This design comes from an exercise in tuning for small area, a short achievable clock period and few clock cycles per item on the open sky130 flow, not from production work. Function was checked by simulation only, so behaviour that the tests miss may differ from the original.

==> 05-12 <==
==> flow/design.v <==
module sm3_round (
    input  wire         hi,       
    input  wire [31:0]  tj,       
    input  wire [255:0] st_in,    
    input  wire [31:0]  w,        
    input  wire [31:0]  wp,       
    output wire [255:0] st_out
);
    wire [31:0] a = st_in[255:224];
    wire [31:0] b = st_in[223:192];
    wire [31:0] c = st_in[191:160];
    wire [31:0] d = st_in[159:128];
    wire [31:0] e = st_in[127:96];
    wire [31:0] f = st_in[95:64];
    wire [31:0] g = st_in[63:32];
    wire [31:0] h = st_in[31:0];
    wire [31:0] a12  = {a[19:0], a[31:20]};
    wire [31:0] s0s  = a12 ^ e ^ tj;
    wire [31:0] s0c  = {(a12[30:0] & e[30:0]) | (a12[30:0] & tj[30:0]) | (e[30:0] & tj[30:0]), 1'b0};
    wire [31:0] sum1 = s0s + s0c;
    wire [31:0] ss1  = {sum1[24:0], sum1[31:25]};
    wire [31:0] ss2  = ss1 ^ a12;
    wire [31:0] ff   = hi ? ((a & b) | (a & c) | (b & c)) : (a ^ b ^ c);
    wire [31:0] gg   = hi ? ((e & f) | (~e & g)) : (e ^ f ^ g);
    wire [31:0] p1s  = ff ^ d ^ wp;
    wire [31:0] p1c  = {(ff[30:0] & d[30:0]) | (ff[30:0] & wp[30:0]) | (d[30:0] & wp[30:0]), 1'b0};
    wire [31:0] q1s  = p1s ^ p1c ^ ss2;
    wire [31:0] q1c  = {(p1s[30:0] & p1c[30:0]) | (p1s[30:0] & ss2[30:0]) | (p1c[30:0] & ss2[30:0]), 1'b0};
    wire [31:0] tt1  = q1s + q1c;
    wire [31:0] p2s  = gg ^ h ^ w;
    wire [31:0] p2c  = {(gg[30:0] & h[30:0]) | (gg[30:0] & w[30:0]) | (h[30:0] & w[30:0]), 1'b0};
    wire [31:0] q2s  = p2s ^ p2c ^ ss1;
    wire [31:0] q2c  = {(p2s[30:0] & p2c[30:0]) | (p2s[30:0] & ss1[30:0]) | (p2c[30:0] & ss1[30:0]), 1'b0};
    wire [31:0] tt2  = q2s + q2c;
    wire [31:0] p0   = tt2 ^ {tt2[22:0], tt2[31:23]} ^ {tt2[14:0], tt2[31:15]};
    assign st_out = {tt1, a, {b[22:0], b[31:23]}, c,
                     p0,  e, {f[12:0], f[31:13]}, g};
endmodule
module sm3_wexp (
    input  wire [511:0] win,      
    output wire [31:0]  w_next
);
    wire [31:0] w0  = win[511:480];
    wire [31:0] w3  = win[415:384];
    wire [31:0] w7  = win[287:256];
    wire [31:0] w10 = win[191:160];
    wire [31:0] w13 = win[95:64];
    wire [31:0] x   = w0 ^ w7 ^ {w13[16:0], w13[31:17]};
    wire [31:0] p1  = x ^ {x[16:0], x[31:17]} ^ {x[8:0], x[31:9]};
    assign w_next = p1 ^ {w3[24:0], w3[31:25]} ^ w10;
endmodule
module xr_extend (
    input  wire         clk,
    input  wire         rst,       
    input  wire         start,
    input  wire [255:0] xr_in,     
    input  wire [255:0] d_in,      
    output wire         ready,
    output reg          done,
    output wire [255:0] xr_out     
);
    localparam [255:0] IV  = 256'h7380166F_4914B2B9_172442D7_DA8A0600_A96F30BC_163138AA_E38DEE4D_B0FB0E4E;
    localparam [31:0]  T0  = 32'h79CC4519;
    localparam [31:0]  T16 = 32'h9D8A7A87;    
    reg [6:0]   c;         
    reg         va;        
    reg         vb;        
    reg [255:0] sa;        
    reg [511:0] win;       
    reg [255:0] sb;        
    reg [255:0] ring;      
    reg         ha, hb;    
    reg [31:0]  ta, tb;    
    wire c64 = (c == 7'd64);
    wire c63 = (c == 7'd63);
    assign ready = c64;
    localparam [127:0] PW63 = 128'h000000000000000154A7BE1889208000;
    localparam [127:0] PW62 = 128'h00000000000000005291629220000000;
    localparam [127:0] PW61 = 128'h000000000000000069DB31BAD9200000;
    localparam [127:0] PW60 = 128'h00000000000000001640129860040000;
    localparam [127:0] PW59 = 128'h000000000000000075E5689600A00000;
    localparam [127:0] PW58 = 128'h00000000000000001421120008200000;
    localparam [127:0] PW57 = 128'h0000000000000000251BAD9600000000;
    localparam [127:0] PW56 = 128'h000000000000000049AA020020820000;
    localparam [127:0] PW55 = 128'h00000000000000005C1A634B00000000;
    localparam [127:0] PW54 = 128'h000000000000000041A3229A28A08000;
    localparam [127:0] PW53 = 128'h000000000000000073EF391834100000;
    localparam [127:0] PW52 = 128'h00000000000000002048629A08A00000;
    localparam [127:0] PW51 = 128'h00000000000000003A34700400800000;
    localparam [127:0] PW50 = 128'h00000000000000003E29828E00200000;
    localparam [127:0] PW49 = 128'h00000000000000003691834500000000;
    localparam [127:0] PW48 = 128'h00000000000000000421800A08000000;
    localparam [127:0] PW47 = 128'h00000000000000004702420020020000;
    localparam [127:0] PW46 = 128'h0000000000000000438F661048248000;
    localparam [127:0] PW45 = 128'h00000000000000001893DA9A81800000;
    localparam [127:0] PW44 = 128'h00000000000000001A09041069240000;
    localparam [127:0] PW43 = 128'h00000000000000003C4CE20028A00000;
    localparam [127:0] PW42 = 128'h00000000000000007621348240200000;
    localparam [127:0] PW41 = 128'h000000000000000020787E1444904000;
    localparam [127:0] PW40 = 128'h00000000000000000201069240000000;
    localparam [127:0] PW39 = 128'h00000000000000001C9752D304120000;
    localparam [127:0] PW38 = 128'h000000000000000048D96F0A10000000;
    localparam [127:0] PW37 = 128'h00000000000000005FC3D45120900000;
    localparam [127:0] PW36 = 128'h00000000000000001E69E69620800000;
    localparam [127:0] PW35 = 128'h00000000000000002C4DF04120800000;
    localparam [127:0] PW34 = 128'h000000000000000010F8810408200000;
    localparam [127:0] PW33 = 128'h00000000000000003045120D00000000;
    localparam [127:0] PW32 = 128'h000000000000000056A8E40040800000;
    localparam [127:0] PW31 = 128'h000000000000000179EDC5F901B28800;
    localparam [127:0] PW30 = 128'h000000000000000027B874BB02000000;
    localparam [127:0] PW29 = 128'h00000000000000006F4682A174B20000;
    localparam [127:0] PW28 = 128'h0000000000000000772413B1E6044000;
    localparam [127:0] PW27 = 128'h00000000000000005ABB3E1F60AA0000;
    localparam [127:0] PW26 = 128'h00000000000000002D63032008A20000;
    localparam [127:0] PW25 = 128'h0000000000000000274A174F60000000;
    localparam [127:0] PW24 = 128'h00000000000000000D30A220228A2000;
    localparam [127:0] PW23 = 128'h000000000000000009DBC57FB0000000;
    localparam [127:0] PW22 = 128'h000000000000000065B910B38A2A8800;
    localparam [127:0] PW21 = 128'h00000000000000004CD1CA89B7510000;
    localparam [127:0] PW20 = 128'h00000000000000002A4CE4B3A82A0000;
    localparam [127:0] PW19 = 128'h00000000000000002197370440880000;
    localparam [127:0] PW18 = 128'h000000000000000035CB1AA6E0220000;
    localparam [127:0] PW17 = 128'h00000000000000006DF89B7150000000;
    localparam [127:0] PW16 = 128'h00000000000000004463980AA8800000;
    localparam [127:0] PW15 = 128'h00000000000000007372662022022000;
    localparam [127:0] PW14 = 128'h000000000000000047B790714CA6C800;
    localparam [127:0] PW13 = 128'h0000000000000000211AE73329980000;
    localparam [127:0] PW12 = 128'h000000000000000013A994516FB64000;
    localparam [127:0] PW11 = 128'h000000000000000037882C202A2A0000;
    localparam [127:0] PW10 = 128'h0000000000000000714327CA64220000;
    localparam [127:0] PW9 = 128'h0000000000000000127FF9F500D94400;
    localparam [127:0] PW8 = 128'h0000000000000000222116FB64000000;
    localparam [127:0] PW7 = 128'h00000000000000007D5E27FE34532000;
    localparam [127:0] PW6 = 128'h00000000000000000C54F9FAB1000000;
    localparam [127:0] PW5 = 128'h0000000000000000023FE91432990000;
    localparam [127:0] PW4 = 128'h0000000000000000578F78FF42880000;
    localparam [127:0] PW3 = 128'h00000000000000001E892F4532880000;
    localparam [127:0] PW2 = 128'h000000000000000051F7091448A20000;
    localparam [127:0] PW1 = 128'h00000000000000005341432DD0000000;
    localparam [127:0] PW0 = 128'h00000000000000003BC26A4044880000;
    wire [63:0] pw = {PW63[c], PW62[c], PW61[c], PW60[c], PW59[c], PW58[c], PW57[c], PW56[c], PW55[c], PW54[c], PW53[c], PW52[c], PW51[c], PW50[c], PW49[c], PW48[c], PW47[c], PW46[c], PW45[c], PW44[c], PW43[c], PW42[c], PW41[c], PW40[c], PW39[c], PW38[c], PW37[c], PW36[c], PW35[c], PW34[c], PW33[c], PW32[c], PW31[c], PW30[c], PW29[c], PW28[c], PW27[c], PW26[c], PW25[c], PW24[c], PW23[c], PW22[c], PW21[c], PW20[c], PW19[c], PW18[c], PW17[c], PW16[c], PW15[c], PW14[c], PW13[c], PW12[c], PW11[c], PW10[c], PW9[c], PW8[c], PW7[c], PW6[c], PW5[c], PW4[c], PW3[c], PW2[c], PW1[c], PW0[c]};
    wire [31:0]  w_next;
    wire [255:0] sa_next;
    sm3_wexp u_wexp (
        .win    (win),
        .w_next (w_next)
    );
    sm3_round u_round_a (
        .hi     (ha),
        .tj     (ta),
        .st_in  (sa),
        .w      (win[511:480]),
        .wp     (win[511:480] ^ win[383:352]),
        .st_out (sa_next)
    );
    wire [255:0] sb_next;
    sm3_round u_round_b (
        .hi     (hb),
        .tj     (tb),
        .st_in  (sb),
        .w      (pw[63:32]),
        .wp     (pw[31:0]),
        .st_out (sb_next)
    );
    wire catch = c64 | (c < 7'd3);
    wire fold  = (c == 7'd60) | (c == 7'd61) | (c == 7'd62);
    wire [31:0] r0 = ring[255:224], r1 = ring[223:192], r2 = ring[191:160], r3 = ring[159:128];
    wire [31:0] l0 = ring[127:96],  l1 = ring[95:64],   l2 = ring[63:32],   l3 = ring[31:0];
    assign xr_out = {r3 ^ sb[255:224], r2, r1[22:0], r1[31:23], r0[22:0], r0[31:23],
                     l3 ^ sb[127:96],  l2, l1[12:0], l1[31:13], l0[12:0], l0[31:13]};
    always @(posedge clk) begin
        sa  <= c64 ? IV : sa_next;
        win <= c64 ? {xr_in, d_in} : {win[479:0], w_next};
        sb  <= c63 ? (sa_next ^ IV) : sb_next;
        ring[255:192] <= ring[223:160];
        ring[191:160] <= ring[159:128] ^ (fold ? sb[255:224] : 32'd0);
        ring[159:128] <= catch ? {sb[136:128], sb[159:137]} : ring[255:224];
        ring[127:64]  <= ring[95:32];
        ring[63:32]   <= ring[31:0] ^ (fold ? sb[127:96] : 32'd0);
        ring[31:0]    <= catch ? {sb[18:0], sb[31:19]} : ring[127:96];
        ta <= c64 ? T0 : (c == 7'd15) ? T16 : {ta[30:0], ta[31]};
        ha <= c64 ? 1'b0 : (c == 7'd15) ? 1'b1 : ha;
        tb <= c63 ? T0 : (c == 7'd14) ? T16 : {tb[30:0], tb[31]};
        hb <= c63 ? 1'b0 : (c == 7'd14) ? 1'b1 : hb;
    end
    always @(posedge clk) begin
        if (rst) begin
            c    <= 7'd64;
            va   <= 1'b0;
            vb   <= 1'b0;
            done <= 1'b0;
        end else begin
            c    <= c64 ? 7'd0 : c + 7'd1;
            if (c64) va <= start;
            if (c63) vb <= va;
            done <= vb & (c == 7'd62);
        end
    end
endmodule
==> flow/flow/run.sh <==
#!/bin/bash
# The standard layout (the standard.sh) with three changes:
#  - synthesis maps the logic with the ABC script in flow/abc_speed.script
#    (classic delay-driven `map` on a choice network) instead of ORFS's; the
#    rest of synthesis, and so every register, is the standard one;
#  - ports are buffered with the smallest buffer (buf_1);
#  - clock tree synthesis inserts no dummy loads and builds the tree from
#    clkbuf_4 / clkbuf_8 cells.
set -euo pipefail
here=$PWD
rm -rf "$here/scripts"
cp -r "$FLOW_HOME/scripts" "$here/scripts"
cp "$here/flow/abc_speed.script" "$here/scripts/abc_speed.script"
SCRIPTS_DIR="$here/scripts" bash standard.sh synth > synth.log 2>&1
export BUFFER_PORTS_ARGS="-buffer_cell sky130_fd_sc_hd__buf_1"
export CTS_ARGS="-sink_clustering_enable -repair_clock_nets -dont_use_dummy_load -buf_list {sky130_fd_sc_hd__clkbuf_4 sky130_fd_sc_hd__clkbuf_8}"
bash standard.sh finish > standard.log 2>&1
==> flow/flow/abc_speed.script <==
strash
dch -f
map -D 1000
topo
buffer -p
upsize
dnsize
==> flow/standard.sh <==
#!/bin/bash
# synth_recipe.tcl (not shown) runs the flow's synth.tcl, then flattens the netlist and writes it again
# the make line also repeats each setting of config.mk as NAME=value (left out here)
make -C /OpenROAD-flow-scripts/flow DESIGN_CONFIG=/design/flow/config.mk WORK_HOME=/design/flow/orfs CLKGATE_MAP_FILE= SYNTH_SCRIPT=/design/flow/synth_recipe.tcl "${@:-finish}"
==> flow/config.mk <==
export PLATFORM = sky130hd
export DESIGN_NAME = xr_extend
export DESIGN_NICKNAME = xr_extend
export VERILOG_FILES = /design/flow/design.v
export SDC_FILE = /design/flow/constraint.sdc
export NUM_CORES = 4
export LEC_CHECK = 0
export CAP_MARGIN = 20
export CORE_MARGIN = 2
export CORE_UTILIZATION = 40
export PLACE_DENSITY = 0.6
export SETUP_SLACK_MARGIN = 4.0
export SLEW_MARGIN = 20
export TNS_END_PERCENT = 0
==> flow/constraint.sdc <==
create_clock -name core_clock -period 9.0 [get_ports {clk}]
set_input_delay 1.8000 -clock core_clock [delete_from_list [all_inputs] [get_ports {clk}]]
set_output_delay 1.8000 -clock core_clock [all_outputs]
set_load 0.01 [all_outputs]
==> 02-27 (differences from 05-12) <==
- SETUP_SLACK_MARGIN: 4.0 -> 2.0
- TNS_END_PERCENT: 0 -> not set
==> 04-13 (differences from 05-12) <==
--- a/flow/flow/run.sh
+++ b/flow/flow/run.sh
@@ -5,6 +5,5 @@
 #    rest of synthesis, and so every register, is the standard one;
 #  - ports are buffered with the smallest buffer (buf_1);
-#  - clock tree synthesis inserts no dummy loads and builds the tree from
-#    clkbuf_4 / clkbuf_8 cells.
+#  - clock tree synthesis inserts no dummy loads.
 set -euo pipefail
 here=$PWD
@@ -14,4 +13,4 @@
 SCRIPTS_DIR="$here/scripts" bash standard.sh synth > synth.log 2>&1
 export BUFFER_PORTS_ARGS="-buffer_cell sky130_fd_sc_hd__buf_1"
-export CTS_ARGS="-sink_clustering_enable -repair_clock_nets -dont_use_dummy_load -buf_list {sky130_fd_sc_hd__clkbuf_4 sky130_fd_sc_hd__clkbuf_8}"
+export CTS_ARGS="-sink_clustering_enable -repair_clock_nets -dont_use_dummy_load"
 bash standard.sh finish > standard.log 2>&1
- TNS_END_PERCENT: 0 -> not set
==> notes.md <==
Post-route non-filler standard cell count: 04-13 12330; 02-27 12030; 05-12 12140
Endpoint of the most critical register-to-register path: 04-13 sb[104]; 02-27 sb[110]; 05-12 sb[116]
Worst R2R Path Depth: 04-13 27; 02-27 19; 05-12 21
Antenna cells: 04-13 16; 02-27 15; 05-12 15
Worst-skew pair later-pin latency: 04-13 0.84 ns; 02-27 1.02 ns; 05-12 1.02 ns
Count of filler cells inserted in the layout: 04-13 16920; 02-27 18180; 05-12 17740
Clock buf count: 04-13 150; 02-27 229; 05-12 229
Buf/Inv on CP: 04-13 6; 02-27 0; 05-12 6
Share of the final layout cell area in multi-input gates: 04-13 51.39%; 02-27 49.13%; 05-12 50.70%
Launching element of the worst setup path: 04-13 sb[245]; 02-27 sa[100]; 05-12 c[2]
Via count of the first global-routing pass: 04-13 65270; 02-27 63630; 05-12 64770
Clk cell area share: 04-13 4.040%; 02-27 3.943%; 05-12 3.714%
Final wirelength: 04-13 378600 um; 02-27 367400 um; 05-12 371400 um
Metal2 WL: 04-13 166400 um; 02-27 161900 um; 05-12 163600 um
Wire length of the first global-routing pass: 04-13 506400 um; 02-27 495000 um; 05-12 501200 um
Worst hold margin: 04-13 0.3277 ns; 02-27 0.3145 ns; 05-12 0.3146 ns
Status: 04-13 finished clean; 02-27 finished clean; 05-12 finished clean
Required time reported for the critical path endpoint: 04-13 9.66 ns; 02-27 9.83 ns; 05-12 9.76 ns
Clock skew: 04-13 0.1229 ns; 02-27 0.1639 ns; 05-12 0.1600 ns
Testbench counts of 05-12, summed over its fixed seeds: cycles 12,992, items 192.
Testbench counts of 02-27, summed over its fixed seeds: cycles 12,992, items 192.
Testbench counts of 04-13, summed over its fixed seeds: cycles 12,992, items 192.

## what the ideal ports hide
How much do the figures lean on ideal ports? The routed layouts below were timed once more, with nothing changed but the port constraints. Step 1 (the two cells are an assumption about what drives the block):
set clk [get_ports {clk}]
set_driving_cell -lib_cell sky130_fd_sc_hd__clkbuf_16 $clk
set_driving_cell -lib_cell sky130_fd_sc_hd__buf_2 [delete_from_list [all_inputs] $clk]
Step 2 also shifts input and output timing later by t, the mid clock arrival at the registers, as if the neighbouring blocks saw the same clock. a / b / c = ideal ports / drivers / drivers and shift; a / b = the first two.
run	t (ns)	setup WS [ns]	hold slack, ns	pins driven straight from the clock port
05-12	1.038	3.447 / 3.447 / 3.447	0.315 / 0.315 / 0.315	1
02-27	1.038	2.071 / 2.071 / 2.071	0.315 / 0.315 / 0.315	1
04-13	0.879	3.544 / 3.544 / 3.544	0.328 / 0.328 / 0.328	1
After both steps setup and hold are still met in every run listed.
